This is an optimization exercise on Yosys and OpenROAD, whose aim is small area, a short achievable clock period and few clock cycles, not a production implementation. The RTL was checked by simulation tests, not by an equivalence proof against the original design. No activity file was given, so power comes from the tool's default toggle rates.

==> flow/design.v (excerpt) <==
module bale_decoder (
    input  wire        clk,
    input  wire        rst,
    input  wire        in_valid,
    output wire        in_ready,
    input  wire [7:0]  in_data,
    input  wire        in_last,
    output reg         out_valid,
    input  wire        out_ready,
    output reg  [7:0]  out_data,
    output reg         done,
    output reg         bad,
    output reg         crc_fail,
    output wire [31:0] label
);
clock: 9.0 ns
lec_check: 0
cap_margin: 20
core_margin: 2
core_utilization: 40
cts_buf_list: sky130_fd_sc_hd__clkbuf_8
place_density: 0.7
slew_margin: 20
tns_end_percent: 0
standard.sh (not shown) runs the stock make flow with config.mk's settings and CLKGATE_MAP_FILE= SYNTH_SCRIPT=/design/flow/synth_recipe.tcl, a recipe that flattens the netlist after the stock synthesis.
==> flow/flow/run.sh <==
#!/bin/bash
# The standard layout (standard.sh: standard synthesis through finish),
# with the port buffers that placement inserts on every input and output
# made plain sky130 buf_2 cells instead of the slower delay-buffer cell the
# resizer picks by default, and the setup repair aimed 6 ns above the
# clock period's slack. Make's full output goes to standard.log here; each
# ORFS step also keeps its own log under orfs/logs.
set -euo pipefail
export BUFFER_PORTS_ARGS="-buffer_cell sky130_fd_sc_hd__buf_2"
export SETUP_SLACK_MARGIN=6
bash standard.sh > standard.log 2>&1
Testbench counts at the start, summed over its fixed seeds: cycles 122,630.
Change:
--- a/flow/flow/run.sh
+++ b/flow/flow/run.sh
@@ -5 +5 @@
-# resizer picks by default, and the setup repair aimed 6 ns above the
+# resizer picks by default, and the setup repair aimed 7 ns above the
@@ -10 +10 @@
-export SETUP_SLACK_MARGIN=6
+export SETUP_SLACK_MARGIN=7
CORE_UTILIZATION = 50   (was 40)
PLACE_DENSITY = default   (was 0.7)
Outcome:
- die area fell by about a fifth
- power came out higher slightly
- routed wire length drops slightly
- worst setup slack gets better by 0.097 ns
Change:
--- a/flow/flow/run.sh
+++ b/flow/flow/run.sh
@@ -5 +5 @@
-# resizer picks by default, and the setup repair aimed 7 ns above the
+# resizer picks by default, and the setup repair aimed 6 ns above the
@@ -10 +10 @@
-export SETUP_SLACK_MARGIN=7
+export SETUP_SLACK_MARGIN=6
CTS_BUF_LIST = sky130_fd_sc_hd__clkbuf_16   (was sky130_fd_sc_hd__clkbuf_8)
Effect:
- The new run passed the timing, design-rule and antenna checks
- design area is lower by 0.46%
- worst hold slack is about the same
- setup slack loses 0.072 ns
- die area does not change
- sequential share of layout area increases by 0.12 points
- total power stays flat
- fmax came out lower by 2.2%
- cell count went down by 1.4%
- synthesized cell count does not change
Change:
CORE_UTILIZATION = 55   (was 50)
CTS_BUF_LIST = sky130_fd_sc_hd__clkbuf_8   (was sky130_fd_sc_hd__clkbuf_16)
What happened: Wire length hardly moves. Non-clock buffer count fell by 14. Design area fell by a few percent. Worst hold slack hardly moves.
Change:
CORE_UTILIZATION = 50   (was 55)
CTS_BUF_LIST = sky130_fd_sc_hd__clkbuf_16   (was sky130_fd_sc_hd__clkbuf_8)
CTS_CLUSTER_DIAMETER = 80   (was default)
CTS_CLUSTER_SIZE = 24   (was default)
The new run produced a clean layout.
Fmax went up by 3.5%.
Power went down by 4.0%.
Area after synthesis stays the same.
Non-clock buffer count went up by 7.
Register-to-register slack gets better by 0.14 ns.
Wire length went down by 0.73%.
Global-route usage went down by 2.9 points.

========
job 7494:
bale_decoder, a different RTL version from the one above (not shown whole).
For scale: ~210 flip-flops, roughly 58 I/O pins, about 16000 µm² of cells after synthesis.
## bale_decoder
module bale_decoder (
    input  wire        clk,
    input  wire        rst,
    input  wire        in_valid,
    output wire        in_ready,
    input  wire [7:0]  in_data,
    input  wire        in_last,
    output wire        out_valid,
    input  wire        out_ready,
    output wire [7:0]  out_data,
    output reg         done,
    output wire        bad,
    output wire        crc_fail,
    output wire [31:0] label
);
    localparam [3:0] S_HDR   = 4'd0,
                     S_TAG   = 4'd1,
                     S_EXT0  = 4'd2,
                     S_EXT1  = 4'd3,
                     S_DATA  = 4'd4,    
                     S_DELTA = 4'd5,
                     S_PAD   = 4'd6,
                     S_TRL   = 4'd7,
                     S_DISC  = 4'd8,    
                     S_FIN   = 4'd9;    
    reg [3:0]  state;
    reg [3:0]  hcnt;           
    reg        form;           
    reg        fmt_err;
    reg        crc_err;
    reg [16:0] crem;           
    reg [16:0] brem;           
    reg [31:0] label_r;
    reg [3:0]  pos9;           
  ...
==> flow/config.mk <==
export PLATFORM = sky130hd
export DESIGN_NAME = bale_decoder
export DESIGN_NICKNAME = bale_decoder
export VERILOG_FILES = /design/flow/design.v
export SDC_FILE = /design/flow/constraint.sdc
export NUM_CORES = 4
export LEC_CHECK = 0
export CAP_MARGIN = 20
export CORE_MARGIN = 2
export CORE_UTILIZATION = 40
export SETUP_SLACK_MARGIN = 5
export SLEW_MARGIN = 20
export TNS_END_PERCENT = 5
==> flow/constraint.sdc <==
create_clock -name core_clock -period 9.0 [get_ports {clk}]
set_input_delay 1.8000 -clock core_clock [delete_from_list [all_inputs] [get_ports {clk}]]
set_output_delay 1.8000 -clock core_clock [all_outputs]
set_load 0.01 [all_outputs]
run.sh (not shown) runs the stock make flow with config.mk's settings and CLKGATE_MAP_FILE= SYNTH_SCRIPT=/design/flow/synth_recipe.tcl, a recipe that flattens the netlist after the stock synthesis.
Stock flow here: none of the scripts above is used.
Testbench counts of job 7494, summed over its fixed seeds: cycles 123,047.
Input-level comparison between job 8591 and job 7494:
- putting ABC_CLOCK_PERIOD_IN_PS at 4500 where nothing was set
- swapping 5 for 4 in SETUP_SLACK_MARGIN
- clearing TNS_END_PERCENT, which used to be 5
Findings:
- Compared job 8591 against job 7494; combined area of all synthesized cells within noise.
- Post-DP HPWL went down slightly going from job 7494 to job 8591.
- Going from job 7494 to job 8591, relative contribution of the clock network to total power lower, final total power lower, post-route worst hold slack roughly the same.
- The slack of the critical path reported for job 8591 is smaller than that of job 7494 by 600 ps.
> inputs changed (job 8591 -> job 4871)
- clearing SETUP_SLACK_MARGIN, which used to be 4
- clearing ABC_CLOCK_PERIOD_IN_PS, which used to be 4500
- putting CTS_BUF_LIST at sky130_fd_sc_hd__clkbuf_8 where nothing was set
- putting TNS_END_PERCENT at 0 where nothing was set
==> flow/flow/run.sh (new file) <==
#!/bin/bash
# Standard layout (the standard.sh: standard synthesis, floorplan, place,
# CTS, route, finish) with a tighter setup-repair target and power/area
# recovery on non-critical gates after global routing.
set -euo pipefail
export SETUP_SLACK_MARGIN=${SETUP_SLACK_MARGIN_OVERRIDE:-5}
export RECOVER_POWER=100
bash standard.sh > standard.log 2>&1
==> flow/standard.sh (new file) <==
#!/bin/bash
# synth_recipe.tcl (not shown) runs the flow's synth.tcl, then flattens the netlist and writes it again
# the make line also repeats each setting of config.mk as NAME=value (left out here)
make -C /OpenROAD-flow-scripts/flow DESIGN_CONFIG=/design/flow/config.mk WORK_HOME=/design/flow/orfs CLKGATE_MAP_FILE= SYNTH_SCRIPT=/design/flow/synth_recipe.tcl "${@:-finish}"
removed: flow/run.sh
==> comparison <==
The sole clean run among job 4871 and job 8591 is job 8591.
Finished, but not clean: job 4871, with capacitance limit, slew limit.
Global-route usage (lower): job 8591
A beginning of the critical path of out_ready is what job 4871 shows, while pend[2] belongs to job 8591.
Min fill cell total of the finished layout across job 4871 and job 8591: job 8591
Compared with job 8591, in job 4871 first-pass iteration count of the detailed router saw an increase, worst path setup slack after routing saw a decrease, worst hold slack saw little to no change, share of power burned in registers saw an increase, worst relative slew slack saw a decrease.
Higher fraction of standard cell area that is sequential among job 4871 and job 8591: job 8591
The following lists how job 9413 was set up differently from job 4871:
- putting SETUP_SLACK_MARGIN at 5 where nothing was set
==> flow/flow/run.sh <==
#!/bin/bash
# The standard layout (standard.sh: standard synthesis through finish),
# with the port buffers that placement inserts on every input and output
# made plain sky130 buf_2 cells instead of the slower delay-buffer cell the
# resizer picks by default. Make's full output goes to standard.log here;
# each ORFS step also keeps its own log under orfs/logs.
set -euo pipefail
export BUFFER_PORTS_ARGS="-buffer_cell sky130_fd_sc_hd__buf_2"
bash standard.sh > standard.log 2>&1
==> results.txt <==
- Job 9413: done, clean on timing, DRC and antenna
- Of the two values seen for beginning of the critical path, dw[4] was produced by job 9413 and out_ready by job 4871.
- Job 9413 vs. job 4871: net switching fraction of the power went up by 0.87 points.
- Compared with job 4871, job 9413 shows a sequential share of layout area that is 0.37 points higher.
- Diff job 4871 -> job 9413 | non-clock inverter instance count of the final layout | increase of 1
- The ratio of final minimum period to clock period reported for job 9413 is smaller than that of job 4871 by 19 points.
- On job 9413: number of gates resized after CTS is 50 lower than what job 4871 gave.
- From job 4871 to job 9413 the numbers moved as follows: minimum setup slack in the final design rose by 1680 ps, logic depth of the worst setup path including buffers fell by 5.
--- input diff job 9413..job 6410 ---
==> flow/run.sh (new file) <==
#!/bin/bash
# synth_recipe.tcl (not shown) runs the flow's synth.tcl, then flattens the netlist and writes it again
# the make line also repeats each setting of config.mk as NAME=value (left out here)
make -C /OpenROAD-flow-scripts/flow DESIGN_CONFIG=/design/flow/config.mk WORK_HOME=/design/flow/orfs CLKGATE_MAP_FILE= SYNTH_SCRIPT=/design/flow/synth_recipe.tcl finish
removed: flow/flow/run.sh
removed: flow/standard.sh
--- outcome ---
In the flow results for job 9413 and job 6410, the detailed-route wire length is larger on job 6410. [compare] base=job 9413 new=job 6410: proportion of cell area occupied by registers went down 0.97 points; post-CTS setup buffer count went up 91%; final cell count went up 23. From job 9413 to job 6410 the numbers moved as follows: total number of vias increased by about 1.7% relative to the old numbers; post-synthesis mux area share did not really move; final sequential cell count flat.
Inputs modified between job 6410 and job 5020:
- TNS_END_PERCENT removed (was 0)
- SETUP_SLACK_MARGIN removed (was 5)
- CTS_BUF_LIST removed (was sky130_fd_sc_hd__clkbuf_8)
==> comparison <==
Job 5020 leaves less setup margin than job 6410. Job 6410 has higher met2 capacity usage during global routing than job 5020. [job 5020] clock share of power rose 2.4 points relative to job 6410. Re post-synthesis sequential element count: no difference whatsoever between job 6410 and job 5020.

## re-timing with driven ports
The flow's constraints put no driver on any port. The routed layouts listed below were extracted and timed again, unchanged, in two steps. Step 1 assumes that a clkbuf_16 drives the clock port and a buf_2 every other input. Step 2 times the ports against the registers' clock, not the clock port: input delays grow and output delays shrink by t, the midpoint of the rising clock arrivals with the driver on. Three values: no drivers, after step 1, after step 2; two values: the first two.
run	shift t [ns]	slack for setup (ns)	worst register clock-pin slew, ns
the first run of note 1	0.663	5.711 / 5.662 / 4.999	0.06 / 0.06
the second run of note 1	0.669	5.809 / 5.810 / 5.140	0.07 / 0.07
the third run of note 1	0.634	5.737 / 5.720 / 5.111	0.07 / 0.07
the fourth run of note 1	0.663	5.547 / 5.564 / 4.901	0.07 / 0.07
the fifth run of note 1	0.577	5.665 / 5.649 / 5.092	0.09 / 0.09
job 7494	0.578	4.725 / 4.673 / 4.262	0.07 / 0.07
job 8591	0.572	4.123 / 4.073 / 3.714	0.06 / 0.06
job 4871	0.581	2.944 / 2.972 / 2.391	0.07 / 0.07
job 9413	0.601	4.627 / 4.575 / 4.159	0.06 / 0.06
job 6410	0.583	4.701 / 4.651 / 4.174	0.07 / 0.07
job 5020	0.571	3.125 / 3.075 / 3.162	0.06 / 0.06
The setup slack of the first run of note 1, which loses most, moves by -0.049 ns with the drivers and by -0.712 ns with both steps.
